Background: an optimization exercise with open tools, aiming at small area, a short achievable clock period and few clock cycles per item. Do not read the settings as production practice.
Only simulation tests tie the RTL to the original design; equivalence was not proved.

==> flow/design.v, too long to show whole: its modules and the start of the top module <==
// module intake_corr: 156 lines
// module mul_gain: 681 lines
// module mul_sr: 887 lines
// module mul_flat: 724 lines
// module csa_fa: 4 lines
// module csa_ha: 4 lines
// module csa_nha: 4 lines
module intake_corr (
    input  wire        clk,
    input  wire        rst,
    input  wire [15:0] cfg_gain_l,
    input  wire [15:0] cfg_gain_s,
    input  wire [15:0] cfg_ratio,
    input  wire [15:0] cfg_satlo,
    input  wire [3:0]  cfg_bw,
    input  wire [3:0]  cfg_os,
    input  wire [3:0]  cfg_gs,
    input  wire        in_valid,
    output wire        in_ready,
    input  wire [15:0] in_long,
    input  wire [15:0] in_short,
    input  wire [15:0] in_dark,
    input  wire [15:0] in_gain,
    output wire        out_valid,
    input  wire        out_ready,
    output wire [15:0] out_pix
);
  // ...
==> flow/flow/run.sh <==
#!/bin/bash
# The standard layout (standard.sh: the standard flow's synthesis and ORFS flow, unchanged
# settings), with ORFS's timing repair asked to keep 15.5 ns of setup slack at
# the design's 22 ns clock, so that it speeds up the slowest paths.
set -eo pipefail
bash standard.sh SETUP_SLACK_MARGIN=15.5 finish > standard.log 2>&1
==> flow/standard.sh <==
#!/bin/bash
# synth_recipe.tcl (not shown) runs the flow's synth.tcl, then flattens the netlist and writes it again
# the make line also repeats each setting of config.mk as NAME=value (left out here)
make -C /OpenROAD-flow-scripts/flow DESIGN_CONFIG=/design/flow/config.mk WORK_HOME=/design/flow/orfs CLKGATE_MAP_FILE= SYNTH_SCRIPT=/design/flow/synth_recipe.tcl "${@:-finish}"
==> flow/config.mk <==
export PLATFORM = sky130hd
export DESIGN_NAME = intake_corr
export DESIGN_NICKNAME = intake_corr
export VERILOG_FILES = /design/flow/design.v
export SDC_FILE = /design/flow/constraint.sdc
export NUM_CORES = 4
export LEC_CHECK = 0
export CAP_MARGIN = 5
export CORE_MARGIN = 2
export CORE_UTILIZATION = 55
export SLEW_MARGIN = 5
export SYNTH_HIERARCHICAL = 1
export SYNTH_MINIMUM_KEEP_SIZE = 0
==> flow/constraint.sdc <==
create_clock -name core_clock -period 22.0 [get_ports {clk}]
set_input_delay 4.4000 -clock core_clock [delete_from_list [all_inputs] [get_ports {clk}]]
set_output_delay 4.4000 -clock core_clock [all_outputs]
set_load 0.01 [all_outputs]
==> summary.txt, run 1 <==
Detailed routing
  • Pre-antenna DRT Iters: 6
  • Met3 WL post-DR: 10680 microns
  • DR iter-0 viols: slightly below 3000
  • Wire length per cell: between 20 and 25 microns

Setup path
  • CP Max Fanout: 6
  • Worst setup path startpoint: mb[12]$_DFFE_PP_
  • Slowest stage cell, crit path: fa_1

GRT
  • First-pass GRT wire length: 233200 microns
  • M3 GR Usage: 0.05079
  • Grt total ovfl: 0

Final layout
  • Multi-input gates: 4081
  • Seq cells: 405
  • Invs w/o clock: 80
  • Multi-input logic area: 40920 sq um

Clocking
  • CTS max path bufs: 3
  • Depth of the CTS H-tree: 2
  • Post-CTS Repair Setup Buffers: roughly 120
  • Root Driver: clkbuf_16
  • Hold-fix buffers, CTS: 0

Timing
  • Final Setup Violations: 0
  • RSZ-0062 raised after global routing: true
  • Worst Tran Pin Value: 1.011 ns
  • Max-slew violations: 0

Hold path
  • Worst Hold End: g1[0]$_DFFE_PP_
  • Hold depth: 0

Run status
  • Status: finished clean

Placed design
  • Placed insts: 6012
  • Setup Slack @ Placement: 14.94 ns

Die
  • Die height: 310.8 microns
Testbench counts, summed over its fixed seeds: cycles 65,612, items 64,000.
==> module mul_gain, before the edit <==
module mul_gain (input wire [15:0] a, input wire [15:0] b, output wire [31:0] p);
    wire t1 = (a[0] & b[0]);
    wire t2 = (a[0] & b[1]);
    wire t3 = (a[1] & b[0]);
    wire t4 = (a[0] & b[2]);
    wire t5 = (a[1] & b[1]);
    wire t6 = (a[2] & b[0]);
    wire t7 = (a[0] & b[3]);
    wire t8 = (a[1] & b[2]);
    wire t9 = (a[2] & b[1]);
    wire t10 = (a[3] & b[0]);
    wire t11 = (a[0] & b[4]);
    wire t12 = (a[1] & b[3]);
    wire t13 = (a[2] & b[2]);
    wire t14 = (a[3] & b[1]);
    wire t15 = (a[4] & b[0]);
    wire t16 = (a[0] & b[5]);
    wire t17 = (a[1] & b[4]);
    wire t18 = (a[2] & b[3]);
    wire t19 = (a[3] & b[2]);
    wire t20 = (a[4] & b[1]);
    wire t21 = (a[5] & b[0]);
    wire t22 = (a[0] & b[6]);
    wire t23 = (a[1] & b[5]);
    wire t24 = (a[2] & b[4]);
    wire t25 = (a[3] & b[3]);
    wire t26 = (a[4] & b[2]);
    wire t27 = (a[5] & b[1]);
    wire t28 = (a[6] & b[0]);
    wire t29 = (a[0] & b[7]);
    wire t30 = (a[1] & b[6]);
    wire t31 = (a[2] & b[5]);
    wire t32 = (a[3] & b[4]);
    wire t33 = (a[4] & b[3]);
    wire t34 = (a[5] & b[2]);
    wire t35 = (a[6] & b[1]);
    wire t36 = (a[7] & b[0]);
    wire t37 = (a[0] & b[8]);
    wire t38 = (a[1] & b[7]);
    wire t39 = (a[2] & b[6]);
    wire t40 = (a[3] & b[5]);
    wire t41 = (a[4] & b[4]);
    wire t42 = (a[5] & b[3]);
    wire t43 = (a[6] & b[2]);
    wire t44 = (a[7] & b[1]);
    wire t45 = (a[8] & b[0]);
    wire t46 = (a[0] & b[9]);
    wire t47 = (a[1] & b[8]);
    wire t48 = (a[2] & b[7]);
    wire t49 = (a[3] & b[6]);
    wire t50 = (a[4] & b[5]);
    wire t51 = (a[5] & b[4]);
    wire t52 = (a[6] & b[3]);
    wire t53 = (a[7] & b[2]);
    wire t54 = (a[8] & b[1]);
    wire t55 = (a[9] & b[0]);
    wire t56 = (a[0] & b[10]);
    wire t57 = (a[1] & b[9]);
    wire t58 = (a[2] & b[8]);
    wire t59 = (a[3] & b[7]);
    wire t60 = (a[4] & b[6]);
    wire t61 = (a[5] & b[5]);
    wire t62 = (a[6] & b[4]);
    wire t63 = (a[7] & b[3]);
    wire t64 = (a[8] & b[2]);
    wire t65 = (a[9] & b[1]);
    wire t66 = (a[10] & b[0]);
    wire t67 = (a[0] & b[11]);
    wire t68 = (a[1] & b[10]);
    wire t69 = (a[2] & b[9]);
    wire t70 = (a[3] & b[8]);
    wire t71 = (a[4] & b[7]);
    wire t72 = (a[5] & b[6]);
    wire t73 = (a[6] & b[5]);
    wire t74 = (a[7] & b[4]);
    wire t75 = (a[8] & b[3]);
    wire t76 = (a[9] & b[2]);
    wire t77 = (a[10] & b[1]);
    wire t78 = (a[11] & b[0]);
    wire t79 = (a[0] & b[12]);
    wire t80 = (a[1] & b[11]);
    wire t81 = (a[2] & b[10]);
    wire t82 = (a[3] & b[9]);
    wire t83 = (a[4] & b[8]);
    wire t84 = (a[5] & b[7]);
    wire t85 = (a[6] & b[6]);
    wire t86 = (a[7] & b[5]);
    wire t87 = (a[8] & b[4]);
    wire t88 = (a[9] & b[3]);
    wire t89 = (a[10] & b[2]);
    wire t90 = (a[11] & b[1]);
    wire t91 = (a[12] & b[0]);
    wire t92 = (a[0] & b[13]);
    wire t93 = (a[1] & b[12]);
    wire t94 = (a[2] & b[11]);
    wire t95 = (a[3] & b[10]);
    wire t96 = (a[4] & b[9]);
    wire t97 = (a[5] & b[8]);
    wire t98 = (a[6] & b[7]);
    wire t99 = (a[7] & b[6]);
    wire t100 = (a[8] & b[5]);
    wire t101 = (a[9] & b[4]);
    wire t102 = (a[10] & b[3]);
    wire t103 = (a[11] & b[2]);
    wire t104 = (a[12] & b[1]);
    wire t105 = (a[13] & b[0]);
    wire t106 = (a[0] & b[14]);
    wire t107 = (a[1] & b[13]);
    wire t108 = (a[2] & b[12]);
    wire t109 = (a[3] & b[11]);
    wire t110 = (a[4] & b[10]);
    wire t111 = (a[5] & b[9]);
    wire t112 = (a[6] & b[8]);
    wire t113 = (a[7] & b[7]);
    wire t114 = (a[8] & b[6]);
    wire t115 = (a[9] & b[5]);
    wire t116 = (a[10] & b[4]);
    wire t117 = (a[11] & b[3]);
    wire t118 = (a[12] & b[2]);
    wire t119 = (a[13] & b[1]);
    wire t120 = (a[14] & b[0]);
    wire t121 = (a[0] & b[15]);
    wire t122 = (a[1] & b[14]);
    wire t123 = (a[2] & b[13]);
    wire t124 = (a[3] & b[12]);
    wire t125 = (a[4] & b[11]);
    wire t126 = (a[5] & b[10]);
    wire t127 = (a[6] & b[9]);
    wire t128 = (a[7] & b[8]);
    wire t129 = (a[8] & b[7]);
    wire t130 = (a[9] & b[6]);
    wire t131 = (a[10] & b[5]);
    wire t132 = (a[11] & b[4]);
    wire t133 = (a[12] & b[3]);
    wire t134 = (a[13] & b[2]);
    wire t135 = (a[14] & b[1]);
    wire t136 = (a[15] & b[0]);
    wire t137 = (a[1] & b[15]);
    wire t138 = (a[2] & b[14]);
    wire t139 = (a[3] & b[13]);
    wire t140 = (a[4] & b[12]);
    wire t141 = (a[5] & b[11]);
    wire t142 = (a[6] & b[10]);
    wire t143 = (a[7] & b[9]);
    wire t144 = (a[8] & b[8]);
    wire t145 = (a[9] & b[7]);
    wire t146 = (a[10] & b[6]);
    wire t147 = (a[11] & b[5]);
    wire t148 = (a[12] & b[4]);
    wire t149 = (a[13] & b[3]);
    wire t150 = (a[14] & b[2]);
    wire t151 = (a[15] & b[1]);
    wire t152 = (a[2] & b[15]);
    wire t153 = (a[3] & b[14]);
    wire t154 = (a[4] & b[13]);
    wire t155 = (a[5] & b[12]);
    wire t156 = (a[6] & b[11]);
    wire t157 = (a[7] & b[10]);
    wire t158 = (a[8] & b[9]);
    wire t159 = (a[9] & b[8]);
    wire t160 = (a[10] & b[7]);
    wire t161 = (a[11] & b[6]);
    wire t162 = (a[12] & b[5]);
    wire t163 = (a[13] & b[4]);
    wire t164 = (a[14] & b[3]);
    wire t165 = (a[15] & b[2]);
    wire t166 = (a[3] & b[15]);
    wire t167 = (a[4] & b[14]);
    wire t168 = (a[5] & b[13]);
    wire t169 = (a[6] & b[12]);
    wire t170 = (a[7] & b[11]);
    wire t171 = (a[8] & b[10]);
    wire t172 = (a[9] & b[9]);
    wire t173 = (a[10] & b[8]);
    wire t174 = (a[11] & b[7]);
    wire t175 = (a[12] & b[6]);
    wire t176 = (a[13] & b[5]);
    wire t177 = (a[14] & b[4]);
    wire t178 = (a[15] & b[3]);
    wire t179 = (a[4] & b[15]);
    wire t180 = (a[5] & b[14]);
    wire t181 = (a[6] & b[13]);
    wire t182 = (a[7] & b[12]);
    wire t183 = (a[8] & b[11]);
    wire t184 = (a[9] & b[10]);
    wire t185 = (a[10] & b[9]);
    wire t186 = (a[11] & b[8]);
    wire t187 = (a[12] & b[7]);
    wire t188 = (a[13] & b[6]);
    wire t189 = (a[14] & b[5]);
    wire t190 = (a[15] & b[4]);
    wire t191 = (a[5] & b[15]);
    wire t192 = (a[6] & b[14]);
    wire t193 = (a[7] & b[13]);
    wire t194 = (a[8] & b[12]);
    wire t195 = (a[9] & b[11]);
    wire t196 = (a[10] & b[10]);
    wire t197 = (a[11] & b[9]);
    wire t198 = (a[12] & b[8]);
    wire t199 = (a[13] & b[7]);
    wire t200 = (a[14] & b[6]);
    wire t201 = (a[15] & b[5]);
    wire t202 = (a[6] & b[15]);
    wire t203 = (a[7] & b[14]);
    wire t204 = (a[8] & b[13]);
    wire t205 = (a[9] & b[12]);
    wire t206 = (a[10] & b[11]);
    wire t207 = (a[11] & b[10]);
    wire t208 = (a[12] & b[9]);
    wire t209 = (a[13] & b[8]);
    wire t210 = (a[14] & b[7]);
    wire t211 = (a[15] & b[6]);
    wire t212 = (a[7] & b[15]);
    wire t213 = (a[8] & b[14]);
    wire t214 = (a[9] & b[13]);
    wire t215 = (a[10] & b[12]);
    wire t216 = (a[11] & b[11]);
    wire t217 = (a[12] & b[10]);
    wire t218 = (a[13] & b[9]);
    wire t219 = (a[14] & b[8]);
    wire t220 = (a[15] & b[7]);
    wire t221 = (a[8] & b[15]);
    wire t222 = (a[9] & b[14]);
    wire t223 = (a[10] & b[13]);
    wire t224 = (a[11] & b[12]);
    wire t225 = (a[12] & b[11]);
    wire t226 = (a[13] & b[10]);
    wire t227 = (a[14] & b[9]);
    wire t228 = (a[15] & b[8]);
    wire t229 = (a[9] & b[15]);
    wire t230 = (a[10] & b[14]);
    wire t231 = (a[11] & b[13]);
    wire t232 = (a[12] & b[12]);
    wire t233 = (a[13] & b[11]);
    wire t234 = (a[14] & b[10]);
    wire t235 = (a[15] & b[9]);
    wire t236 = (a[10] & b[15]);
    wire t237 = (a[11] & b[14]);
    wire t238 = (a[12] & b[13]);
    wire t239 = (a[13] & b[12]);
    wire t240 = (a[14] & b[11]);
    wire t241 = (a[15] & b[10]);
    wire t242 = (a[11] & b[15]);
    wire t243 = (a[12] & b[14]);
    wire t244 = (a[13] & b[13]);
    wire t245 = (a[14] & b[12]);
    wire t246 = (a[15] & b[11]);
    wire t247 = (a[12] & b[15]);
    wire t248 = (a[13] & b[14]);
    wire t249 = (a[14] & b[13]);
    wire t250 = (a[15] & b[12]);
    wire t251 = (a[13] & b[15]);
    wire t252 = (a[14] & b[14]);
    wire t253 = (a[15] & b[13]);
    wire t254 = (a[14] & b[15]);
    wire t255 = (a[15] & b[14]);
    wire t256 = (a[15] & b[15]);
    wire t257, t258;
    csa_ha ut257 (.a(t92), .b(t93), .s(t257), .co(t258));
    wire t259, t260;
    csa_fa ut259 (.a(t106), .b(t107), .c(t108), .s(t259), .co(t260));
    wire t261, t262;
    csa_ha ut261 (.a(t109), .b(t110), .s(t261), .co(t262));
    wire t263, t264;
    csa_fa ut263 (.a(t121), .b(t122), .c(t123), .s(t263), .co(t264));
    wire t265, t266;
    csa_fa ut265 (.a(t124), .b(t125), .c(t126), .s(t265), .co(t266));
    wire t267, t268;
    csa_ha ut267 (.a(t127), .b(t128), .s(t267), .co(t268));
    wire t269, t270;
    csa_fa ut269 (.a(t137), .b(t138), .c(t139), .s(t269), .co(t270));
    wire t271, t272;
    csa_fa ut271 (.a(t140), .b(t141), .c(t142), .s(t271), .co(t272));
    wire t273, t274;
    csa_ha ut273 (.a(t143), .b(t144), .s(t273), .co(t274));
    wire t275, t276;
    csa_fa ut275 (.a(t152), .b(t153), .c(t154), .s(t275), .co(t276));
    wire t277, t278;
    csa_fa ut277 (.a(t155), .b(t156), .c(t157), .s(t277), .co(t278));
    wire t279, t280;
    csa_fa ut279 (.a(t166), .b(t167), .c(t168), .s(t279), .co(t280));
    wire t281, t282;
    csa_ha ut281 (.a(t46), .b(t47), .s(t281), .co(t282));
    wire t283, t284;
    csa_fa ut283 (.a(t56), .b(t57), .c(t58), .s(t283), .co(t284));
    wire t285, t286;
    csa_ha ut285 (.a(t59), .b(t60), .s(t285), .co(t286));
    wire t287, t288;
    csa_fa ut287 (.a(t67), .b(t68), .c(t69), .s(t287), .co(t288));
    wire t289, t290;
    csa_fa ut289 (.a(t70), .b(t71), .c(t72), .s(t289), .co(t290));
    wire t291, t292;
    csa_fa ut291 (.a(t73), .b(t74), .c(t75), .s(t291), .co(t292));
    wire t293, t294;
    csa_fa ut293 (.a(t79), .b(t80), .c(t81), .s(t293), .co(t294));
    wire t295, t296;
    csa_fa ut295 (.a(t82), .b(t83), .c(t84), .s(t295), .co(t296));
    wire t297, t298;
    csa_fa ut297 (.a(t85), .b(t86), .c(t87), .s(t297), .co(t298));
    wire t299, t300;
    csa_ha ut299 (.a(t88), .b(t89), .s(t299), .co(t300));
    wire t301, t302;
    csa_fa ut301 (.a(t94), .b(t95), .c(t96), .s(t301), .co(t302));
    wire t303, t304;
    csa_fa ut303 (.a(t97), .b(t98), .c(t99), .s(t303), .co(t304));
    wire t305, t306;
    csa_fa ut305 (.a(t100), .b(t101), .c(t102), .s(t305), .co(t306));
    wire t307, t308;
    csa_fa ut307 (.a(t103), .b(t104), .c(t105), .s(t307), .co(t308));
    wire t309, t310;
    csa_fa ut309 (.a(t111), .b(t112), .c(t113), .s(t309), .co(t310));
    wire t311, t312;
    csa_fa ut311 (.a(t114), .b(t115), .c(t116), .s(t311), .co(t312));
    wire t313, t314;
    csa_fa ut313 (.a(t117), .b(t118), .c(t119), .s(t313), .co(t314));
    wire t315, t316;
    csa_fa ut315 (.a(t120), .b(t258), .c(t259), .s(t315), .co(t316));
    wire t317, t318;
    csa_fa ut317 (.a(t129), .b(t130), .c(t131), .s(t317), .co(t318));
    wire t319, t320;
    csa_fa ut319 (.a(t132), .b(t133), .c(t134), .s(t319), .co(t320));
    wire t321, t322;
    csa_fa ut321 (.a(t135), .b(t136), .c(t260), .s(t321), .co(t322));
    wire t323, t324;
    csa_fa ut323 (.a(t262), .b(t263), .c(t265), .s(t323), .co(t324));
    wire t325, t326;
    csa_fa ut325 (.a(t145), .b(t146), .c(t147), .s(t325), .co(t326));
    wire t327, t328;
    csa_fa ut327 (.a(t148), .b(t149), .c(t150), .s(t327), .co(t328));
    wire t329, t330;
    csa_fa ut329 (.a(t151), .b(t264), .c(t266), .s(t329), .co(t330));
    wire t331, t332;
    csa_fa ut331 (.a(t268), .b(t269), .c(t271), .s(t331), .co(t332));
    wire t333, t334;
    csa_fa ut333 (.a(t158), .b(t159), .c(t160), .s(t333), .co(t334));
    wire t335, t336;
    csa_fa ut335 (.a(t161), .b(t162), .c(t163), .s(t335), .co(t336));
    wire t337, t338;
    csa_fa ut337 (.a(t164), .b(t165), .c(t270), .s(t337), .co(t338));
    wire t339, t340;
    csa_fa ut339 (.a(t272), .b(t274), .c(t275), .s(t339), .co(t340));
    wire t341, t342;
    csa_fa ut341 (.a(t169), .b(t170), .c(t171), .s(t341), .co(t342));
    wire t343, t344;
    csa_fa ut343 (.a(t172), .b(t173), .c(t174), .s(t343), .co(t344));
    wire t345, t346;
    csa_fa ut345 (.a(t175), .b(t176), .c(t177), .s(t345), .co(t346));
    wire t347, t348;
    csa_fa ut347 (.a(t178), .b(t276), .c(t278), .s(t347), .co(t348));
    wire t349, t350;
    csa_fa ut349 (.a(t179), .b(t180), .c(t181), .s(t349), .co(t350));
    wire t351, t352;
    csa_fa ut351 (.a(t182), .b(t183), .c(t184), .s(t351), .co(t352));
    wire t353, t354;
    csa_fa ut353 (.a(t185), .b(t186), .c(t187), .s(t353), .co(t354));
    wire t355, t356;
    csa_fa ut355 (.a(t188), .b(t189), .c(t190), .s(t355), .co(t356));
    wire t357, t358;
    csa_fa ut357 (.a(t191), .b(t192), .c(t193), .s(t357), .co(t358));
    wire t359, t360;
    csa_fa ut359 (.a(t194), .b(t195), .c(t196), .s(t359), .co(t360));
    wire t361, t362;
    csa_fa ut361 (.a(t197), .b(t198), .c(t199), .s(t361), .co(t362));
    wire t363, t364;
    csa_fa ut363 (.a(t202), .b(t203), .c(t204), .s(t363), .co(t364));
    wire t365, t366;
    csa_fa ut365 (.a(t205), .b(t206), .c(t207), .s(t365), .co(t366));
    wire t367, t368;
    csa_fa ut367 (.a(t212), .b(t213), .c(t214), .s(t367), .co(t368));
    wire t369, t370;
    csa_ha ut369 (.a(t22), .b(t23), .s(t369), .co(t370));
    wire t371, t372;
    csa_fa ut371 (.a(t29), .b(t30), .c(t31), .s(t371), .co(t372));
    wire t373, t374;
    csa_ha ut373 (.a(t32), .b(t33), .s(t373), .co(t374));
    wire t375, t376;
    csa_fa ut375 (.a(t37), .b(t38), .c(t39), .s(t375), .co(t376));
    wire t377, t378;
    csa_fa ut377 (.a(t40), .b(t41), .c(t42), .s(t377), .co(t378));
    wire t379, t380;
    csa_ha ut379 (.a(t43), .b(t44), .s(t379), .co(t380));
    wire t381, t382;
    csa_fa ut381 (.a(t48), .b(t49), .c(t50), .s(t381), .co(t382));
    wire t383, t384;
    csa_fa ut383 (.a(t51), .b(t52), .c(t53), .s(t383), .co(t384));
    wire t385, t386;
    csa_fa ut385 (.a(t54), .b(t55), .c(t281), .s(t385), .co(t386));
    wire t387, t388;
    csa_fa ut387 (.a(t61), .b(t62), .c(t63), .s(t387), .co(t388));
    wire t389, t390;
    csa_fa ut389 (.a(t64), .b(t65), .c(t66), .s(t389), .co(t390));
    wire t391, t392;
    csa_fa ut391 (.a(t282), .b(t283), .c(t285), .s(t391), .co(t392));
    wire t393, t394;
    csa_fa ut393 (.a(t76), .b(t77), .c(t78), .s(t393), .co(t394));
    wire t395, t396;
    csa_fa ut395 (.a(1'b1), .b(t284), .c(t286), .s(t395), .co(t396));
    wire t397, t398;
    csa_fa ut397 (.a(t287), .b(t289), .c(t291), .s(t397), .co(t398));
    wire t399, t400;
    csa_fa ut399 (.a(t90), .b(t91), .c(t288), .s(t399), .co(t400));
    wire t401, t402;
    csa_fa ut401 (.a(t290), .b(t292), .c(t293), .s(t401), .co(t402));
    wire t403, t404;
    csa_fa ut403 (.a(t295), .b(t297), .c(t299), .s(t403), .co(t404));
    wire t405, t406;
    csa_fa ut405 (.a(t257), .b(t294), .c(t296), .s(t405), .co(t406));
    wire t407, t408;
    csa_fa ut407 (.a(t298), .b(t300), .c(t301), .s(t407), .co(t408));
    wire t409, t410;
    csa_fa ut409 (.a(t303), .b(t305), .c(t307), .s(t409), .co(t410));
    wire t411, t412;
    csa_fa ut411 (.a(t261), .b(t302), .c(t304), .s(t411), .co(t412));
    wire t413, t414;
    csa_fa ut413 (.a(t306), .b(t308), .c(t309), .s(t413), .co(t414));
    wire t415, t416;
    csa_fa ut415 (.a(t311), .b(t313), .c(t315), .s(t415), .co(t416));
    wire t417, t418;
    csa_fa ut417 (.a(t267), .b(t310), .c(t312), .s(t417), .co(t418));
    wire t419, t420;
    csa_fa ut419 (.a(t314), .b(t316), .c(t317), .s(t419), .co(t420));
    wire t421, t422;
    csa_fa ut421 (.a(t319), .b(t321), .c(t323), .s(t421), .co(t422));
    wire t423, t424;
    csa_fa ut423 (.a(t273), .b(t318), .c(t320), .s(t423), .co(t424));
    wire t425, t426;
    csa_fa ut425 (.a(t322), .b(t324), .c(t325), .s(t425), .co(t426));
    wire t427, t428;
    csa_fa ut427 (.a(t327), .b(t329), .c(t331), .s(t427), .co(t428));
    wire t429, t430;
    csa_fa ut429 (.a(t277), .b(t326), .c(t328), .s(t429), .co(t430));
    wire t431, t432;
    csa_fa ut431 (.a(t330), .b(t332), .c(t333), .s(t431), .co(t432));
    wire t433, t434;
    csa_fa ut433 (.a(t335), .b(t337), .c(t339), .s(t433), .co(t434));
    wire t435, t436;
    csa_fa ut435 (.a(t279), .b(t334), .c(t336), .s(t435), .co(t436));
    wire t437, t438;
    csa_fa ut437 (.a(t338), .b(t340), .c(t341), .s(t437), .co(t438));
    wire t439, t440;
    csa_fa ut439 (.a(t343), .b(t345), .c(t347), .s(t439), .co(t440));
    wire t441, t442;
    csa_fa ut441 (.a(t280), .b(t342), .c(t344), .s(t441), .co(t442));
    wire t443, t444;
    csa_fa ut443 (.a(t346), .b(t348), .c(t349), .s(t443), .co(t444));
    wire t445, t446;
    csa_fa ut445 (.a(t351), .b(t353), .c(t355), .s(t445), .co(t446));
    wire t447, t448;
    csa_fa ut447 (.a(t200), .b(t201), .c(t350), .s(t447), .co(t448));
    wire t449, t450;
    csa_fa ut449 (.a(t352), .b(t354), .c(t356), .s(t449), .co(t450));
    wire t451, t452;
    csa_fa ut451 (.a(t357), .b(t359), .c(t361), .s(t451), .co(t452));
    wire t453, t454;
    csa_fa ut453 (.a(t208), .b(t209), .c(t210), .s(t453), .co(t454));
    wire t455, t456;
    csa_fa ut455 (.a(t211), .b(t358), .c(t360), .s(t455), .co(t456));
    wire t457, t458;
    csa_fa ut457 (.a(t362), .b(t363), .c(t365), .s(t457), .co(t458));
    wire t459, t460;
    csa_fa ut459 (.a(t215), .b(t216), .c(t217), .s(t459), .co(t460));
    wire t461, t462;
    csa_fa ut461 (.a(t218), .b(t219), .c(t220), .s(t461), .co(t462));
    wire t463, t464;
    csa_fa ut463 (.a(t364), .b(t366), .c(t367), .s(t463), .co(t464));
    wire t465, t466;
    csa_fa ut465 (.a(t221), .b(t222), .c(t223), .s(t465), .co(t466));
    wire t467, t468;
    csa_fa ut467 (.a(t224), .b(t225), .c(t226), .s(t467), .co(t468));
    wire t469, t470;
    csa_fa ut469 (.a(t227), .b(t228), .c(t368), .s(t469), .co(t470));
    wire t471, t472;
    csa_fa ut471 (.a(t229), .b(t230), .c(t231), .s(t471), .co(t472));
    wire t473, t474;
    csa_fa ut473 (.a(t232), .b(t233), .c(t234), .s(t473), .co(t474));
    wire t475, t476;
    csa_fa ut475 (.a(t236), .b(t237), .c(t238), .s(t475), .co(t476));
    wire t477, t478;
    csa_ha ut477 (.a(t11), .b(t12), .s(t477), .co(t478));
    wire t479, t480;
    csa_fa ut479 (.a(t16), .b(t17), .c(t18), .s(t479), .co(t480));
    wire t481, t482;
    csa_ha ut481 (.a(t19), .b(t20), .s(t481), .co(t482));
    wire t483, t484;
    csa_fa ut483 (.a(t24), .b(t25), .c(t26), .s(t483), .co(t484));
    wire t485, t486;
    csa_fa ut485 (.a(t27), .b(t28), .c(t369), .s(t485), .co(t486));
    wire t487, t488;
    csa_fa ut487 (.a(t34), .b(t35), .c(t36), .s(t487), .co(t488));
    wire t489, t490;
    csa_fa ut489 (.a(t370), .b(t371), .c(t373), .s(t489), .co(t490));
    wire t491, t492;
    csa_fa ut491 (.a(t45), .b(t372), .c(t374), .s(t491), .co(t492));
    wire t493, t494;
    csa_fa ut493 (.a(t375), .b(t377), .c(t379), .s(t493), .co(t494));
    wire t495, t496;
    csa_fa ut495 (.a(t376), .b(t378), .c(t380), .s(t495), .co(t496));
    wire t497, t498;
    csa_fa ut497 (.a(t381), .b(t383), .c(t385), .s(t497), .co(t498));
    wire t499, t500;
    csa_fa ut499 (.a(t382), .b(t384), .c(t386), .s(t499), .co(t500));
    wire t501, t502;
    csa_fa ut501 (.a(t387), .b(t389), .c(t391), .s(t501), .co(t502));
    wire t503, t504;
    csa_fa ut503 (.a(t388), .b(t390), .c(t392), .s(t503), .co(t504));
    wire t505, t506;
    csa_fa ut505 (.a(t393), .b(t395), .c(t397), .s(t505), .co(t506));
    wire t507, t508;
    csa_fa ut507 (.a(t394), .b(t396), .c(t398), .s(t507), .co(t508));
    wire t509, t510;
    csa_fa ut509 (.a(t399), .b(t401), .c(t403), .s(t509), .co(t510));
    wire t511, t512;
    csa_fa ut511 (.a(t400), .b(t402), .c(t404), .s(t511), .co(t512));
    wire t513, t514;
    csa_fa ut513 (.a(t405), .b(t407), .c(t409), .s(t513), .co(t514));
    wire t515, t516;
    csa_fa ut515 (.a(t406), .b(t408), .c(t410), .s(t515), .co(t516));
    wire t517, t518;
    csa_fa ut517 (.a(t411), .b(t413), .c(t415), .s(t517), .co(t518));
    wire t519, t520;
    csa_fa ut519 (.a(t412), .b(t414), .c(t416), .s(t519), .co(t520));
    wire t521, t522;
    csa_fa ut521 (.a(t417), .b(t419), .c(t421), .s(t521), .co(t522));
    wire t523, t524;
    csa_fa ut523 (.a(t418), .b(t420), .c(t422), .s(t523), .co(t524));
    wire t525, t526;
    csa_fa ut525 (.a(t423), .b(t425), .c(t427), .s(t525), .co(t526));
    wire t527, t528;
    csa_fa ut527 (.a(t424), .b(t426), .c(t428), .s(t527), .co(t528));
    wire t529, t530;
    csa_fa ut529 (.a(t429), .b(t431), .c(t433), .s(t529), .co(t530));
    wire t531, t532;
    csa_fa ut531 (.a(t430), .b(t432), .c(t434), .s(t531), .co(t532));
    wire t533, t534;
    csa_fa ut533 (.a(t435), .b(t437), .c(t439), .s(t533), .co(t534));
    wire t535, t536;
    csa_fa ut535 (.a(t436), .b(t438), .c(t440), .s(t535), .co(t536));
    wire t537, t538;
    csa_fa ut537 (.a(t441), .b(t443), .c(t445), .s(t537), .co(t538));
    wire t539, t540;
    csa_fa ut539 (.a(t442), .b(t444), .c(t446), .s(t539), .co(t540));
    wire t541, t542;
    csa_fa ut541 (.a(t447), .b(t449), .c(t451), .s(t541), .co(t542));
    wire t543, t544;
    csa_fa ut543 (.a(t448), .b(t450), .c(t452), .s(t543), .co(t544));
    wire t545, t546;
    csa_fa ut545 (.a(t453), .b(t455), .c(t457), .s(t545), .co(t546));
    wire t547, t548;
    csa_fa ut547 (.a(t454), .b(t456), .c(t458), .s(t547), .co(t548));
    wire t549, t550;
    csa_fa ut549 (.a(t459), .b(t461), .c(t463), .s(t549), .co(t550));
    wire t551, t552;
    csa_fa ut551 (.a(t460), .b(t462), .c(t464), .s(t551), .co(t552));
    wire t553, t554;
    csa_fa ut553 (.a(t465), .b(t467), .c(t469), .s(t553), .co(t554));
    wire t555, t556;
    csa_fa ut555 (.a(t235), .b(t466), .c(t468), .s(t555), .co(t556));
    wire t557, t558;
    csa_fa ut557 (.a(t470), .b(t471), .c(t473), .s(t557), .co(t558));
    wire t559, t560;
    csa_fa ut559 (.a(t239), .b(t240), .c(t241), .s(t559), .co(t560));
    wire t561, t562;
    csa_fa ut561 (.a(t472), .b(t474), .c(t475), .s(t561), .co(t562));
    wire t563, t564;
    csa_fa ut563 (.a(t242), .b(t243), .c(t244), .s(t563), .co(t564));
    wire t565, t566;
    csa_fa ut565 (.a(t245), .b(t246), .c(t476), .s(t565), .co(t566));
    wire t567, t568;
    csa_fa ut567 (.a(t247), .b(t248), .c(t249), .s(t567), .co(t568));
    wire t569, t570;
    csa_ha ut569 (.a(t7), .b(t8), .s(t569), .co(t570));
    wire t571, t572;
    csa_fa ut571 (.a(t13), .b(t14), .c(t15), .s(t571), .co(t572));
    wire t573, t574;
    csa_fa ut573 (.a(t21), .b(t478), .c(t479), .s(t573), .co(t574));
    wire t575, t576;
    csa_fa ut575 (.a(t480), .b(t482), .c(t483), .s(t575), .co(t576));
    wire t577, t578;
    csa_fa ut577 (.a(t484), .b(t486), .c(t487), .s(t577), .co(t578));
    wire t579, t580;
    csa_fa ut579 (.a(t488), .b(t490), .c(t491), .s(t579), .co(t580));
    wire t581, t582;
    csa_fa ut581 (.a(t492), .b(t494), .c(t495), .s(t581), .co(t582));
    wire t583, t584;
    csa_fa ut583 (.a(t496), .b(t498), .c(t499), .s(t583), .co(t584));
    wire t585, t586;
    csa_fa ut585 (.a(t500), .b(t502), .c(t503), .s(t585), .co(t586));
    wire t587, t588;
    csa_fa ut587 (.a(t504), .b(t506), .c(t507), .s(t587), .co(t588));
    wire t589, t590;
    csa_fa ut589 (.a(t508), .b(t510), .c(t511), .s(t589), .co(t590));
    wire t591, t592;
    csa_fa ut591 (.a(t512), .b(t514), .c(t515), .s(t591), .co(t592));
    wire t593, t594;
    csa_fa ut593 (.a(t516), .b(t518), .c(t519), .s(t593), .co(t594));
    wire t595, t596;
    csa_fa ut595 (.a(t520), .b(t522), .c(t523), .s(t595), .co(t596));
    wire t597, t598;
    csa_fa ut597 (.a(t524), .b(t526), .c(t527), .s(t597), .co(t598));
    wire t599, t600;
    csa_fa ut599 (.a(t528), .b(t530), .c(t531), .s(t599), .co(t600));
    wire t601, t602;
    csa_fa ut601 (.a(t532), .b(t534), .c(t535), .s(t601), .co(t602));
    wire t603, t604;
    csa_fa ut603 (.a(t536), .b(t538), .c(t539), .s(t603), .co(t604));
    wire t605, t606;
    csa_fa ut605 (.a(t540), .b(t542), .c(t543), .s(t605), .co(t606));
    wire t607, t608;
    csa_fa ut607 (.a(t544), .b(t546), .c(t547), .s(t607), .co(t608));
    wire t609, t610;
    csa_fa ut609 (.a(t548), .b(t550), .c(t551), .s(t609), .co(t610));
    wire t611, t612;
    csa_fa ut611 (.a(t552), .b(t554), .c(t555), .s(t611), .co(t612));
    wire t613, t614;
    csa_fa ut613 (.a(t556), .b(t558), .c(t559), .s(t613), .co(t614));
    wire t615, t616;
    csa_fa ut615 (.a(t560), .b(t562), .c(t563), .s(t615), .co(t616));
    wire t617, t618;
    csa_fa ut617 (.a(t250), .b(t564), .c(t566), .s(t617), .co(t618));
    wire t619, t620;
    csa_fa ut619 (.a(t251), .b(t252), .c(t253), .s(t619), .co(t620));
    wire t621, t622;
    csa_ha ut621 (.a(t4), .b(t5), .s(t621), .co(t622));
    wire t623, t624;
    csa_fa ut623 (.a(t9), .b(t10), .c(t569), .s(t623), .co(t624));
    wire t625, t626;
    csa_fa ut625 (.a(t477), .b(t570), .c(t571), .s(t625), .co(t626));
    wire t627, t628;
    csa_fa ut627 (.a(t481), .b(t572), .c(t573), .s(t627), .co(t628));
    wire t629, t630;
    csa_fa ut629 (.a(t485), .b(t574), .c(t575), .s(t629), .co(t630));
    wire t631, t632;
    csa_fa ut631 (.a(t489), .b(t576), .c(t577), .s(t631), .co(t632));
    wire t633, t634;
    csa_fa ut633 (.a(t493), .b(t578), .c(t579), .s(t633), .co(t634));
    wire t635, t636;
    csa_fa ut635 (.a(t497), .b(t580), .c(t581), .s(t635), .co(t636));
    wire t637, t638;
    csa_fa ut637 (.a(t501), .b(t582), .c(t583), .s(t637), .co(t638));
    wire t639, t640;
    csa_fa ut639 (.a(t505), .b(t584), .c(t585), .s(t639), .co(t640));
    wire t641, t642;
    csa_fa ut641 (.a(t509), .b(t586), .c(t587), .s(t641), .co(t642));
    wire t643, t644;
    csa_fa ut643 (.a(t513), .b(t588), .c(t589), .s(t643), .co(t644));
    wire t645, t646;
    csa_fa ut645 (.a(t517), .b(t590), .c(t591), .s(t645), .co(t646));
    wire t647, t648;
    csa_fa ut647 (.a(t521), .b(t592), .c(t593), .s(t647), .co(t648));
    wire t649, t650;
    csa_fa ut649 (.a(t525), .b(t594), .c(t595), .s(t649), .co(t650));
    wire t651, t652;
    csa_fa ut651 (.a(t529), .b(t596), .c(t597), .s(t651), .co(t652));
    wire t653, t654;
    csa_fa ut653 (.a(t533), .b(t598), .c(t599), .s(t653), .co(t654));
    wire t655, t656;
    csa_fa ut655 (.a(t537), .b(t600), .c(t601), .s(t655), .co(t656));
    wire t657, t658;
    csa_fa ut657 (.a(t541), .b(t602), .c(t603), .s(t657), .co(t658));
    wire t659, t660;
    csa_fa ut659 (.a(t545), .b(t604), .c(t605), .s(t659), .co(t660));
    wire t661, t662;
    csa_fa ut661 (.a(t549), .b(t606), .c(t607), .s(t661), .co(t662));
    wire t663, t664;
    csa_fa ut663 (.a(t553), .b(t608), .c(t609), .s(t663), .co(t664));
    wire t665, t666;
    csa_fa ut665 (.a(t557), .b(t610), .c(t611), .s(t665), .co(t666));
    wire t667, t668;
    csa_fa ut667 (.a(t561), .b(t612), .c(t613), .s(t667), .co(t668));
    wire t669, t670;
    csa_fa ut669 (.a(t565), .b(t614), .c(t615), .s(t669), .co(t670));
    wire t671, t672;
    csa_fa ut671 (.a(t567), .b(t616), .c(t617), .s(t671), .co(t672));
    wire t673, t674;
    csa_fa ut673 (.a(t568), .b(t618), .c(t619), .s(t673), .co(t674));
    wire t675, t676;
    csa_fa ut675 (.a(t254), .b(t255), .c(t620), .s(t675), .co(t676));
    wire [31:0] r0 = {1'b0, t256, t674, t672, t670, t668, t666, t664, t662, t660, t658, t656, t654, t652, t650, t648, t646, t644, t642, t640, t638, t636, t634, t632, t630, t628, t626, t624, t622, t6, t2, t1};
    wire [31:0] r1 = {1'b0, t676, t675, t673, t671, t669, t667, t665, t663, t661, t659, t657, t655, t653, t651, t649, t647, t645, t643, t641, t639, t637, t635, t633, t631, t629, t627, t625, t623, t621, t3, 1'b0};
    assign p = r0 + r1;
endmodule
==> inputs of run 2 (changes only) <==
--- a/flow/design.v
+++ b/flow/design.v
@@ -833,7 +833,123 @@
     csa_fa ut675 (.a(t254), .b(t255), .c(t620), .s(t675), .co(t676));
     wire [31:0] r0 = {1'b0, t256, t674, t672, t670, t668, t666, t664, t662, t660, t658, t656, t654, t652, t650, t648, t646, t644, t642, t640, t638, t636, t634, t632, t630, t628, t626, t624, t622, t6, t2, t1};
     wire [31:0] r1 = {1'b0, t676, t675, t673, t671, t669, t667, t665, t663, t661, t659, t657, t655, t653, t651, t649, t647, t645, t643, t641, t639, t637, t635, t633, t631, t629, t627, t625, t623, t621, t3, 1'b0};
-    assign p = r0 + r1;
+    wire [31:0] g0 = r0 & r1;
+    wire [31:0] p0 = r0 ^ r1;
+    wire pg1 = g0[1] | (p0[1] & g0[0]);
+    wire pp1 = p0[1] & p0[0];
+    wire pg2 = g0[3] | (p0[3] & g0[2]);
+    wire pp2 = p0[3] & p0[2];
+    wire pg3 = g0[5] | (p0[5] & g0[4]);
+    wire pp3 = p0[5] & p0[4];
+    wire pg4 = g0[7] | (p0[7] & g0[6]);
+    wire pp4 = p0[7] & p0[6];
+    wire pg5 = g0[9] | (p0[9] & g0[8]);
+    wire pp5 = p0[9] & p0[8];
+    wire pg6 = g0[11] | (p0[11] & g0[10]);
+    wire pp6 = p0[11] & p0[10];
+    wire pg7 = g0[13] | (p0[13] & g0[12]);
+    wire pp7 = p0[13] & p0[12];
+    wire pg8 = g0[15] | (p0[15] & g0[14]);
+    wire pp8 = p0[15] & p0[14];
+    wire pg9 = g0[17] | (p0[17] & g0[16]);
+    wire pp9 = p0[17] & p0[16];
+    wire pg10 = g0[19] | (p0[19] & g0[18]);
+    wire pp10 = p0[19] & p0[18];
+    wire pg11 = g0[21] | (p0[21] & g0[20]);
+    wire pp11 = p0[21] & p0[20];
+    wire pg12 = g0[23] | (p0[23] & g0[22]);
+    wire pp12 = p0[23] & p0[22];
+    wire pg13 = g0[25] | (p0[25] & g0[24]);
+    wire pp13 = p0[25] & p0[24];
+    wire pg14 = g0[27] | (p0[27] & g0[26]);
+    wire pp14 = p0[27] & p0[26];
+    wire pg15 = g0[29] | (p0[29] & g0[28]);
+    wire pp15 = p0[29] & p0[28];
+    wire pg16 = g0[31] | (p0[31] & g0[30]);
+    wire pp16 = p0[31] & p0[30];
+    wire pg17 = pg2 | (pp2 & pg1);
+    wire pp17 = pp2 & pp1;
+    wire pg18 = pg4 | (pp4 & pg3);
+    wire pp18 = pp4 & pp3;
+    wire pg19 = pg6 | (pp6 & pg5);
+    wire pp19 = pp6 & pp5;
+    wire pg20 = pg8 | (pp8 & pg7);
+    wire pp20 = pp8 & pp7;
+    wire pg21 = pg10 | (pp10 & pg9);
+    wire pp21 = pp10 & pp9;
+    wire pg22 = pg12 | (pp12 & pg11);
+    wire pp22 = pp12 & pp11;
+    wire pg23 = pg14 | (pp14 & pg13);
+    wire pp23 = pp14 & pp13;
+    wire pg24 = pg16 | (pp16 & pg15);
+    wire pp24 = pp16 & pp15;
+    wire pg25 = pg18 | (pp18 & pg17);
+    wire pp25 = pp18 & pp17;
+    wire pg26 = pg20 | (pp20 & pg19);
+    wire pp26 = pp20 & pp19;
+    wire pg27 = pg22 | (pp22 & pg21);
+    wire pp27 = pp22 & pp21;
+    wire pg28 = pg24 | (pp24 & pg23);
+    wire pp28 = pp24 & pp23;
+    wire pg29 = pg26 | (pp26 & pg25);
+    wire pp29 = pp26 & pp25;
+    wire pg30 = pg28 | (pp28 & pg27);
+    wire pp30 = pp28 & pp27;
+    wire pg31 = pg30 | (pp30 & pg29);
+    wire pp31 = pp30 & pp29;
+    wire pg32 = pg27 | (pp27 & pg29);
+    wire pp32 = pp27 & pp29;
+    wire pg33 = pg19 | (pp19 & pg25);
+    wire pp33 = pp19 & pp25;
+    wire pg34 = pg21 | (pp21 & pg29);
+    wire pp34 = pp21 & pp29;
+    wire pg35 = pg23 | (pp23 & pg32);
+    wire pp35 = pp23 & pp32;
+    wire pg36 = pg3 | (pp3 & pg17);
+    wire pp36 = pp3 & pp17;
+    wire pg37 = pg5 | (pp5 & pg25);
+    wire pp37 = pp5 & pp25;
+    wire pg38 = pg7 | (pp7 & pg33);
+    wire pp38 = pp7 & pp33;
+    wire pg39 = pg9 | (pp9 & pg29);
+    wire pp39 = pp9 & pp29;
+    wire pg40 = pg11 | (pp11 & pg34);
+    wire pp40 = pp11 & pp34;
+    wire pg41 = pg13 | (pp13 & pg32);
+    wire pp41 = pp13 & pp32;
+    wire pg42 = pg15 | (pp15 & pg35);
+    wire pp42 = pp15 & pp35;
+    wire pg43 = g0[2] | (p0[2] & pg1);
+    wire pp43 = p0[2] & pp1;
+    wire pg44 = g0[4] | (p0[4] & pg17);
+    wire pp44 = p0[4] & pp17;
+    wire pg45 = g0[6] | (p0[6] & pg36);
+    wire pp45 = p0[6] & pp36;
+    wire pg46 = g0[8] | (p0[8] & pg25);
+    wire pp46 = p0[8] & pp25;
+    wire pg47 = g0[10] | (p0[10] & pg37);
+    wire pp47 = p0[10] & pp37;
+    wire pg48 = g0[12] | (p0[12] & pg33);
+    wire pp48 = p0[12] & pp33;
+    wire pg49 = g0[14] | (p0[14] & pg38);
+    wire pp49 = p0[14] & pp38;
+    wire pg50 = g0[16] | (p0[16] & pg29);
+    wire pp50 = p0[16] & pp29;
+    wire pg51 = g0[18] | (p0[18] & pg39);
+    wire pp51 = p0[18] & pp39;
+    wire pg52 = g0[20] | (p0[20] & pg34);
+    wire pp52 = p0[20] & pp34;
+    wire pg53 = g0[22] | (p0[22] & pg40);
+    wire pp53 = p0[22] & pp40;
+    wire pg54 = g0[24] | (p0[24] & pg32);
+    wire pp54 = p0[24] & pp32;
+    wire pg55 = g0[26] | (p0[26] & pg41);
+    wire pp55 = p0[26] & pp41;
+    wire pg56 = g0[28] | (p0[28] & pg35);
+    wire pp56 = p0[28] & pp35;
+    wire pg57 = g0[30] | (p0[30] & pg42);
+    wire pp57 = p0[30] & pp42;
+    assign p = {p0[31] ^ pg57, p0[30] ^ pg42, p0[29] ^ pg56, p0[28] ^ pg35, p0[27] ^ pg55, p0[26] ^ pg41, p0[25] ^ pg54, p0[24] ^ pg32, p0[23] ^ pg53, p0[22] ^ pg40, p0[21] ^ pg52, p0[20] ^ pg34, p0[19] ^ pg51, p0[18] ^ pg39, p0[17] ^ pg50, p0[16] ^ pg29, p0[15] ^ pg49, p0[14] ^ pg38, p0[13] ^ pg48, p0[12] ^ pg33, p0[11] ^ pg47, p0[10] ^ pg37, p0[9] ^ pg46, p0[8] ^ pg25, p0[7] ^ pg45, p0[6] ^ pg36, p0[5] ^ pg44, p0[4] ^ pg17, p0[3] ^ pg43, p0[2] ^ pg1, p0[1] ^ g0[0], p0[0]};
 endmodule
 module mul_sr (input wire [17:0] a, input wire [15:0] b, input wire [15:0] d, input wire [33:0] c, output wire [33:0] p);
     wire t1 = (a[0] & b[0]);
@@ -1720,7 +1836,129 @@
     csa_fa ut881 (.a(1'b1), .b(c[33]), .c(t880), .s(t881), .co(t882));
     wire [33:0] r0 = {t881, t878, t876, t874, t872, t870, t868, t866, t864, t862, t860, t858, t856, t854, t852, t850, t848, t846, t844, t842, t840, t838, t836, t834, t832, t830, t828, t826, t824, t822, t820, t818, t816, t815};
     wire [33:0] r1 = {1'b0, t879, t877, t875, t873, t871, t869, t867, t865, t863, t861, t859, t857, t855, t853, t851, t849, t847, t845, t843, t841, t839, t837, t835, t833, t831, t829, t827, t825, t823, t821, t819, t817, 1'b0};
-    assign p = r0 + r1;
+    wire [33:0] g0 = r0 & r1;
+    wire [33:0] p0 = r0 ^ r1;
+    wire pg1 = g0[1] | (p0[1] & g0[0]);
+    wire pp1 = p0[1] & p0[0];
+    wire pg2 = g0[3] | (p0[3] & g0[2]);
+    wire pp2 = p0[3] & p0[2];
+    wire pg3 = g0[5] | (p0[5] & g0[4]);
+    wire pp3 = p0[5] & p0[4];
+    wire pg4 = g0[7] | (p0[7] & g0[6]);
+    wire pp4 = p0[7] & p0[6];
+    wire pg5 = g0[9] | (p0[9] & g0[8]);
+    wire pp5 = p0[9] & p0[8];
+    wire pg6 = g0[11] | (p0[11] & g0[10]);
+    wire pp6 = p0[11] & p0[10];
+    wire pg7 = g0[13] | (p0[13] & g0[12]);
+    wire pp7 = p0[13] & p0[12];
+    wire pg8 = g0[15] | (p0[15] & g0[14]);
+    wire pp8 = p0[15] & p0[14];
+    wire pg9 = g0[17] | (p0[17] & g0[16]);
+    wire pp9 = p0[17] & p0[16];
+    wire pg10 = g0[19] | (p0[19] & g0[18]);
+    wire pp10 = p0[19] & p0[18];
+    wire pg11 = g0[21] | (p0[21] & g0[20]);
+    wire pp11 = p0[21] & p0[20];
+    wire pg12 = g0[23] | (p0[23] & g0[22]);
+    wire pp12 = p0[23] & p0[22];
+    wire pg13 = g0[25] | (p0[25] & g0[24]);
+    wire pp13 = p0[25] & p0[24];
+    wire pg14 = g0[27] | (p0[27] & g0[26]);
+    wire pp14 = p0[27] & p0[26];
+    wire pg15 = g0[29] | (p0[29] & g0[28]);
+    wire pp15 = p0[29] & p0[28];
+    wire pg16 = g0[31] | (p0[31] & g0[30]);
+    wire pp16 = p0[31] & p0[30];
+    wire pg17 = g0[33] | (p0[33] & g0[32]);
+    wire pp17 = p0[33] & p0[32];
+    wire pg18 = pg2 | (pp2 & pg1);
+    wire pp18 = pp2 & pp1;
+    wire pg19 = pg4 | (pp4 & pg3);
+    wire pp19 = pp4 & pp3;
+    wire pg20 = pg6 | (pp6 & pg5);
+    wire pp20 = pp6 & pp5;
+    wire pg21 = pg8 | (pp8 & pg7);
+    wire pp21 = pp8 & pp7;
+    wire pg22 = pg10 | (pp10 & pg9);
+    wire pp22 = pp10 & pp9;
+    wire pg23 = pg12 | (pp12 & pg11);
+    wire pp23 = pp12 & pp11;
+    wire pg24 = pg14 | (pp14 & pg13);
+    wire pp24 = pp14 & pp13;
+    wire pg25 = pg16 | (pp16 & pg15);
+    wire pp25 = pp16 & pp15;
+    wire pg26 = pg19 | (pp19 & pg18);
+    wire pp26 = pp19 & pp18;
+    wire pg27 = pg21 | (pp21 & pg20);
+    wire pp27 = pp21 & pp20;
+    wire pg28 = pg23 | (pp23 & pg22);
+    wire pp28 = pp23 & pp22;
+    wire pg29 = pg25 | (pp25 & pg24);
+    wire pp29 = pp25 & pp24;
+    wire pg30 = pg27 | (pp27 & pg26);
+    wire pp30 = pp27 & pp26;
+    wire pg31 = pg29 | (pp29 & pg28);
+    wire pp31 = pp29 & pp28;
+    wire pg32 = pg31 | (pp31 & pg30);
+    wire pp32 = pp31 & pp30;
+    wire pg33 = pg28 | (pp28 & pg30);
+    wire pp33 = pp28 & pp30;
+    wire pg34 = pg20 | (pp20 & pg26);
+    wire pp34 = pp20 & pp26;
+    wire pg35 = pg22 | (pp22 & pg30);
+    wire pp35 = pp22 & pp30;
+    wire pg36 = pg24 | (pp24 & pg33);
+    wire pp36 = pp24 & pp33;
+    wire pg37 = pg3 | (pp3 & pg18);
+    wire pp37 = pp3 & pp18;
+    wire pg38 = pg5 | (pp5 & pg26);
+    wire pp38 = pp5 & pp26;
+    wire pg39 = pg7 | (pp7 & pg34);
+    wire pp39 = pp7 & pp34;
+    wire pg40 = pg9 | (pp9 & pg30);
+    wire pp40 = pp9 & pp30;
+    wire pg41 = pg11 | (pp11 & pg35);
+    wire pp41 = pp11 & pp35;
+    wire pg42 = pg13 | (pp13 & pg33);
+    wire pp42 = pp13 & pp33;
+    wire pg43 = pg15 | (pp15 & pg36);
+    wire pp43 = pp15 & pp36;
+    wire pg44 = pg17 | (pp17 & pg32);
+    wire pp44 = pp17 & pp32;
+    wire pg45 = g0[2] | (p0[2] & pg1);
+    wire pp45 = p0[2] & pp1;
+    wire pg46 = g0[4] | (p0[4] & pg18);
+    wire pp46 = p0[4] & pp18;
+    wire pg47 = g0[6] | (p0[6] & pg37);
+    wire pp47 = p0[6] & pp37;
+    wire pg48 = g0[8] | (p0[8] & pg26);
+    wire pp48 = p0[8] & pp26;
+    wire pg49 = g0[10] | (p0[10] & pg38);
+    wire pp49 = p0[10] & pp38;
+    wire pg50 = g0[12] | (p0[12] & pg34);
+    wire pp50 = p0[12] & pp34;
+    wire pg51 = g0[14] | (p0[14] & pg39);
+    wire pp51 = p0[14] & pp39;
+    wire pg52 = g0[16] | (p0[16] & pg30);
+    wire pp52 = p0[16] & pp30;
+    wire pg53 = g0[18] | (p0[18] & pg40);
+    wire pp53 = p0[18] & pp40;
+    wire pg54 = g0[20] | (p0[20] & pg35);
+    wire pp54 = p0[20] & pp35;
+    wire pg55 = g0[22] | (p0[22] & pg41);
+    wire pp55 = p0[22] & pp41;
+    wire pg56 = g0[24] | (p0[24] & pg33);
+    wire pp56 = p0[24] & pp33;
+    wire pg57 = g0[26] | (p0[26] & pg42);
+    wire pp57 = p0[26] & pp42;
+    wire pg58 = g0[28] | (p0[28] & pg36);
+    wire pp58 = p0[28] & pp36;
+    wire pg59 = g0[30] | (p0[30] & pg43);
+    wire pp59 = p0[30] & pp43;
+    wire pg60 = g0[32] | (p0[32] & pg32);
+    wire pp60 = p0[32] & pp32;
+    assign p = {p0[33] ^ pg60, p0[32] ^ pg32, p0[31] ^ pg59, p0[30] ^ pg43, p0[29] ^ pg58, p0[28] ^ pg36, p0[27] ^ pg57, p0[26] ^ pg42, p0[25] ^ pg56, p0[24] ^ pg33, p0[23] ^ pg55, p0[22] ^ pg41, p0[21] ^ pg54, p0[20] ^ pg35, p0[19] ^ pg53, p0[18] ^ pg40, p0[17] ^ pg52, p0[16] ^ pg30, p0[15] ^ pg51, p0[14] ^ pg39, p0[13] ^ pg50, p0[12] ^ pg34, p0[11] ^ pg49, p0[10] ^ pg38, p0[9] ^ pg48, p0[8] ^ pg26, p0[7] ^ pg47, p0[6] ^ pg37, p0[5] ^ pg46, p0[4] ^ pg18, p0[3] ^ pg45, p0[2] ^ pg1, p0[1] ^ g0[0], p0[0]};
 endmodule
 module mul_flat (input wire [15:0] a, input wire [15:0] b, input wire [14:0] c, output wire [31:0] p);
     wire t1 = (a[0] & b[0]);
@@ -2444,7 +2682,123 @@
     csa_fa ut718 (.a(t269), .b(t270), .c(t661), .s(t718), .co(t719));
     wire [31:0] r0 = {1'b0, t271, t717, t715, t713, t711, t709, t707, t705, t703, t701, t699, t697, t695, t693, t691, t689, t687, t685, t683, t681, t679, t677, t675, t673, t671, t669, t667, t665, t663, t5, t1};
     wire [31:0] r1 = {1'b0, t719, t718, t716, t714, t712, t710, t708, t706, t704, t702, t700, t698, t696, t694, t692, t690, t688, t686, t684, t682, t680, t678, t676, t674, t672, t670, t668, t666, t664, t662, t2};
-    assign p = r0 + r1;
+    wire [31:0] g0 = r0 & r1;
+    wire [31:0] p0 = r0 ^ r1;
+    wire pg1 = g0[1] | (p0[1] & g0[0]);
+    wire pp1 = p0[1] & p0[0];
+    wire pg2 = g0[3] | (p0[3] & g0[2]);
+    wire pp2 = p0[3] & p0[2];
+    wire pg3 = g0[5] | (p0[5] & g0[4]);
+    wire pp3 = p0[5] & p0[4];
+    wire pg4 = g0[7] | (p0[7] & g0[6]);
+    wire pp4 = p0[7] & p0[6];
+    wire pg5 = g0[9] | (p0[9] & g0[8]);
+    wire pp5 = p0[9] & p0[8];
+    wire pg6 = g0[11] | (p0[11] & g0[10]);
+    wire pp6 = p0[11] & p0[10];
+    wire pg7 = g0[13] | (p0[13] & g0[12]);
+    wire pp7 = p0[13] & p0[12];
+    wire pg8 = g0[15] | (p0[15] & g0[14]);
+    wire pp8 = p0[15] & p0[14];
+    wire pg9 = g0[17] | (p0[17] & g0[16]);
+    wire pp9 = p0[17] & p0[16];
+    wire pg10 = g0[19] | (p0[19] & g0[18]);
+    wire pp10 = p0[19] & p0[18];
+    wire pg11 = g0[21] | (p0[21] & g0[20]);
+    wire pp11 = p0[21] & p0[20];
+    wire pg12 = g0[23] | (p0[23] & g0[22]);
+    wire pp12 = p0[23] & p0[22];
+    wire pg13 = g0[25] | (p0[25] & g0[24]);
+    wire pp13 = p0[25] & p0[24];
+    wire pg14 = g0[27] | (p0[27] & g0[26]);
+    wire pp14 = p0[27] & p0[26];
+    wire pg15 = g0[29] | (p0[29] & g0[28]);
+    wire pp15 = p0[29] & p0[28];
+    wire pg16 = g0[31] | (p0[31] & g0[30]);
+    wire pp16 = p0[31] & p0[30];
+    wire pg17 = pg2 | (pp2 & pg1);
+    wire pp17 = pp2 & pp1;
+    wire pg18 = pg4 | (pp4 & pg3);
+    wire pp18 = pp4 & pp3;
+    wire pg19 = pg6 | (pp6 & pg5);
+    wire pp19 = pp6 & pp5;
+    wire pg20 = pg8 | (pp8 & pg7);
+    wire pp20 = pp8 & pp7;
+    wire pg21 = pg10 | (pp10 & pg9);
+    wire pp21 = pp10 & pp9;
+    wire pg22 = pg12 | (pp12 & pg11);
+    wire pp22 = pp12 & pp11;
+    wire pg23 = pg14 | (pp14 & pg13);
+    wire pp23 = pp14 & pp13;
+    wire pg24 = pg16 | (pp16 & pg15);
+    wire pp24 = pp16 & pp15;
+    wire pg25 = pg18 | (pp18 & pg17);
+    wire pp25 = pp18 & pp17;
+    wire pg26 = pg20 | (pp20 & pg19);
+    wire pp26 = pp20 & pp19;
+    wire pg27 = pg22 | (pp22 & pg21);
+    wire pp27 = pp22 & pp21;
+    wire pg28 = pg24 | (pp24 & pg23);
+    wire pp28 = pp24 & pp23;
+    wire pg29 = pg26 | (pp26 & pg25);
+    wire pp29 = pp26 & pp25;
+    wire pg30 = pg28 | (pp28 & pg27);
+    wire pp30 = pp28 & pp27;
+    wire pg31 = pg30 | (pp30 & pg29);
+    wire pp31 = pp30 & pp29;
+    wire pg32 = pg27 | (pp27 & pg29);
+    wire pp32 = pp27 & pp29;
+    wire pg33 = pg19 | (pp19 & pg25);
+    wire pp33 = pp19 & pp25;
+    wire pg34 = pg21 | (pp21 & pg29);
+    wire pp34 = pp21 & pp29;
+    wire pg35 = pg23 | (pp23 & pg32);
+    wire pp35 = pp23 & pp32;
+    wire pg36 = pg3 | (pp3 & pg17);
+    wire pp36 = pp3 & pp17;
+    wire pg37 = pg5 | (pp5 & pg25);
+    wire pp37 = pp5 & pp25;
+    wire pg38 = pg7 | (pp7 & pg33);
+    wire pp38 = pp7 & pp33;
+    wire pg39 = pg9 | (pp9 & pg29);
+    wire pp39 = pp9 & pp29;
+    wire pg40 = pg11 | (pp11 & pg34);
+    wire pp40 = pp11 & pp34;
+    wire pg41 = pg13 | (pp13 & pg32);
+    wire pp41 = pp13 & pp32;
+    wire pg42 = pg15 | (pp15 & pg35);
+    wire pp42 = pp15 & pp35;
+    wire pg43 = g0[2] | (p0[2] & pg1);
+    wire pp43 = p0[2] & pp1;
+    wire pg44 = g0[4] | (p0[4] & pg17);
+    wire pp44 = p0[4] & pp17;
+    wire pg45 = g0[6] | (p0[6] & pg36);
+    wire pp45 = p0[6] & pp36;
+    wire pg46 = g0[8] | (p0[8] & pg25);
+    wire pp46 = p0[8] & pp25;
+    wire pg47 = g0[10] | (p0[10] & pg37);
+    wire pp47 = p0[10] & pp37;
+    wire pg48 = g0[12] | (p0[12] & pg33);
+    wire pp48 = p0[12] & pp33;
+    wire pg49 = g0[14] | (p0[14] & pg38);
+    wire pp49 = p0[14] & pp38;
+    wire pg50 = g0[16] | (p0[16] & pg29);
+    wire pp50 = p0[16] & pp29;
+    wire pg51 = g0[18] | (p0[18] & pg39);
+    wire pp51 = p0[18] & pp39;
+    wire pg52 = g0[20] | (p0[20] & pg34);
+    wire pp52 = p0[20] & pp34;
+    wire pg53 = g0[22] | (p0[22] & pg40);
+    wire pp53 = p0[22] & pp40;
+    wire pg54 = g0[24] | (p0[24] & pg32);
+    wire pp54 = p0[24] & pp32;
+    wire pg55 = g0[26] | (p0[26] & pg41);
+    wire pp55 = p0[26] & pp41;
+    wire pg56 = g0[28] | (p0[28] & pg35);
+    wire pp56 = p0[28] & pp35;
+    wire pg57 = g0[30] | (p0[30] & pg42);
+    wire pp57 = p0[30] & pp42;
+    assign p = {p0[31] ^ pg57, p0[30] ^ pg42, p0[29] ^ pg56, p0[28] ^ pg35, p0[27] ^ pg55, p0[26] ^ pg41, p0[25] ^ pg54, p0[24] ^ pg32, p0[23] ^ pg53, p0[22] ^ pg40, p0[21] ^ pg52, p0[20] ^ pg34, p0[19] ^ pg51, p0[18] ^ pg39, p0[17] ^ pg50, p0[16] ^ pg29, p0[15] ^ pg49, p0[14] ^ pg38, p0[13] ^ pg48, p0[12] ^ pg33, p0[11] ^ pg47, p0[10] ^ pg37, p0[9] ^ pg46, p0[8] ^ pg25, p0[7] ^ pg45, p0[6] ^ pg36, p0[5] ^ pg44, p0[4] ^ pg17, p0[3] ^ pg43, p0[2] ^ pg1, p0[1] ^ g0[0], p0[0]};
 endmodule
 module csa_fa (input wire a, input wire b, input wire c, output wire s, output wire co);
     assign s  = a ^ b ^ c;
==> flow/flow/run.sh (replaced) <==
#!/bin/bash
# The standard layout (standard.sh: the standard flow's synthesis and ORFS flow, unchanged
# settings), with ORFS's timing repair asked to keep 15 ns of setup slack at
# the design's 22 ns clock, so that it speeds up the slowest paths.
set -eo pipefail
bash standard.sh SETUP_SLACK_MARGIN=15 finish > standard.log 2>&1
--- a/flow/config.mk
+++ b/flow/config.mk
@@ -5,9 +5,9 @@
 export SDC_FILE = /design/flow/constraint.sdc
 export NUM_CORES = 4
 export LEC_CHECK = 0
-export CAP_MARGIN = 5
+export CAP_MARGIN = 20
 export CORE_MARGIN = 2
 export CORE_UTILIZATION = 55
-export SLEW_MARGIN = 5
+export SLEW_MARGIN = 20
 export SYNTH_HIERARCHICAL = 1
 export SYNTH_MINIMUM_KEEP_SIZE = 0
==> summary.txt, run 2 <==
Final layout
  • Commonest non-fill, non-tap cell in the layout: and2_1
  • Area Overhead vs Synth: 11.02%
  • Largest register FFs: 34
  • Most frequent cells in the layout: and2_1 (1045), fa_1 (904), edfxtp_1 (292), ha_1 (229), nand2_1 (190)
  • Final nets: ~5800
  • Top reg by flops: acc
  • Share of cells above drive strength 1: 0.1014
  • Largest regs: acc: 34 flops, ma: 18 flops
  • Fillers: 7481
  • Diode count: 0
  • Final Core Density: 0.6157

Timing
  • Hold Fails Final Rpt: 0
  • Final period util: 0.3172
  • Setup TNS Final: 0 ns
  • Clock skew: 0.02407 ns
  • Final setup margin: 15.02 ns
  • Slew margin rel.: 0.2937
  • Fmax: ~0.14 GHz
  • Final critical-path required period: 6.979 ns
  • Max-slew violations: 0 (unchanged)
  • RSZ-0062 raised after global routing: true
  • Worst Tran Pin Value: 1.059 ns (+0.04733 ns)
  • Final Setup Violations: 0 (unchanged)
  • Tightest hold margin: slightly above 0.4 ns

Setup path
  • Startpoint Class: flop
  • Crit path capture type: flop
  • CP Max Fanout: 8 (+2)
  • Reg2reg start: u3[4]$_SDFFCE_PP0P_
  • Req. time, crit path: 22.36 ns
  • Reg2Reg Setup Slack: 15.02 ns
  • Worst setup path startpoint: u3[4]$_SDFFCE_PP0P_
  • CP arrival: 7.34 ns
  • Setup CP Type: flop to flop

Clocking
  • Depth of the CTS H-tree: 2 (unchanged)
  • CTS tree: yes
  • Root Driver: clkbuf_16
  • Clock sink count: just over 400
  • CTS clk-pin slew, worst paths: 0.06 ns
  • CTS max path bufs: 3 (unchanged)
  • Number of CTS-inserted buffers: 49
  • Clock Latency Late Sink: roughly 0.64 ns

Run status
  • Status: finished clean

GRT
  • Grt total ovfl: 0 (unchanged)
  • Initial antenna violation count: 3
  • First-pass GRT wire length: 217200 microns (-6.8%)
  • GRT Overall Usage: 0.3057
  • Largest net degree at the start of global routing: 75
  • Vias in the first global route: 36030

Die
  • Chip Width: 305.3 microns
  • Die Area: 93180 sq um
  • Core Area: 90010 sq um
  • Cell Rows: 110
  • Starting density of the core: 0.5546
  • Die height: 305.3 microns (-1.8%)
  • I/O pin count: 162

Detailed routing
  • Wire length per cell: 24.30 microns (+1.9%)
  • DRC: 0
  • Via total after detailed routing: 33480
  • DRT antenna net count: 0
  • DR iter-0 viols: 2515 (-14%)
  • Pre-antenna DRT Iters: 6 (unchanged)
  • Vias per cell: 5.880
  • Final WL: between 100000 and 150000 microns

Hold path
  • Hold Path Class: flop to flop
  • Hold Startpoint: g0[4]$_DFFE_PP_

Run
  • MaxCap Viol Count: 0

Placed design
  • Final GP Congestion: 0.9311
  • Setup Slack @ Placement: 14.55 ns (-0.3845 ns)
  • Port Buffers: 161
  • Post-DP HPWL: ~100000 microns

Synth
  • Cells after Synth: 4357
  • Synthesized area per cell: approximately 11 sq um
  • Syn Std Cell Area: 49920 sq um
  • Synth Warn #: 7
[run 2: critical path: stages (launching register included)]
cell,delay [ns]
edfxtp_1,0.47
buf_6,0.16
and2_4,0.15
fa_1,0.56
fa_1,0.45
fa_2,0.38
fa_1,0.53
fa_1,0.44
fa_1,0.52
ha_4,0.31
and4_4,0.23
o2111ai_2,0.09
o22a_2,0.25
a21oi_4,0.22
a31oi_2,0.13
fa_1,0.56
inv_2,0.04
a21boi_4,0.13
o32ai_2,0.32
o2111ai_2,0.15
nor3_2,0.18
buf_4,0.17
buf_8,0.13
o21ai_0,0.12
[run 2: stage by stage]
stage	instances	cell area (sq um)
after floorplan	4358	49920
after global routing	5693	55420
final	5693	55420
after global placement	5504	52390
after detailed placement	5504	52390
after CTS	5658	54740
[run 2: timing repair]
action | 4_1_cts | 5_1_grt
resized for setup | 29 | 105
setup buffers | 62 | 34
setup endpoints to repair | 63 | 91
hold buffers | 0 | 0
pin swaps | 3 | 39
cloned | 2 | 1
[run 2: path summary, 6_finish.rpt]
kind,to,cells past startpoint
worst min-delay path,g1[4]$_DFFE_PP_,0
worst min register to register,g1[4]$_DFFE_PP_,0
worst max register to register,q0[5]$_DFFE_PP_,23
worst max-delay path,q0[5]$_DFFE_PP_,23
[run 2: layer usage]
layer / vias to the layer above / GRT usage / wire [microns]
met2: 1128 / 0.4956 / 65470
li1: 14800 / - / -
met4: 4 / 0.07320 / 3469
met5: - / 0 / 27
met3: 187 / 0.04673 / 9028
met1: 17360 / 0.4362 / 60360
[run 2: cell type report]
cell class / count / area [sq um] / share of cell area
clock buffer: 60 / 1299 / 0.02344
tap: 1176 / 1471 / 0.02655
timing repair buffer: 292 / 2696 / 0.04865
clock inverter: 30 / 434.2 / 0.007834
multi-input combinational: 3577 / 37880 / 0.6834
sequential: 405 / 11070 / 0.1997
inverter: 153 / 574.3 / 0.01036
Testbench counts of run 2, summed over its fixed seeds: cycles 65,612, items 64,000.

what the ideal ports hide:
In the flow no input, the clock included, has a driving cell. The finished layouts below were timed again as built, in two steps. Step 1 assumes that a clkbuf_16 drives the clock port and a buf_2 every other input. Step 2 moves the port delays by t, midway between the first and last clock arrival at a register: inputs arrive t later, outputs are due t later. That takes back most of the time a late clock gives input paths. Slacks: ideal ports / drivers / drivers and shift; pairs: ideal ports / drivers.
run | t (ns) | setup slack, ns | hold WS [ns] | worst setup path at the end | cell pins on the clock port's net
run 1 | 0.730 | 15.527 / 15.499 / 15.527 | 0.399 / 0.399 / 0.399 | register to register | 1
run 2 | 0.702 | 15.021 / 15.021 / 15.021 | 0.411 / 0.411 / 0.411 | register to register | 1
After both steps every run listed still meets setup and hold.
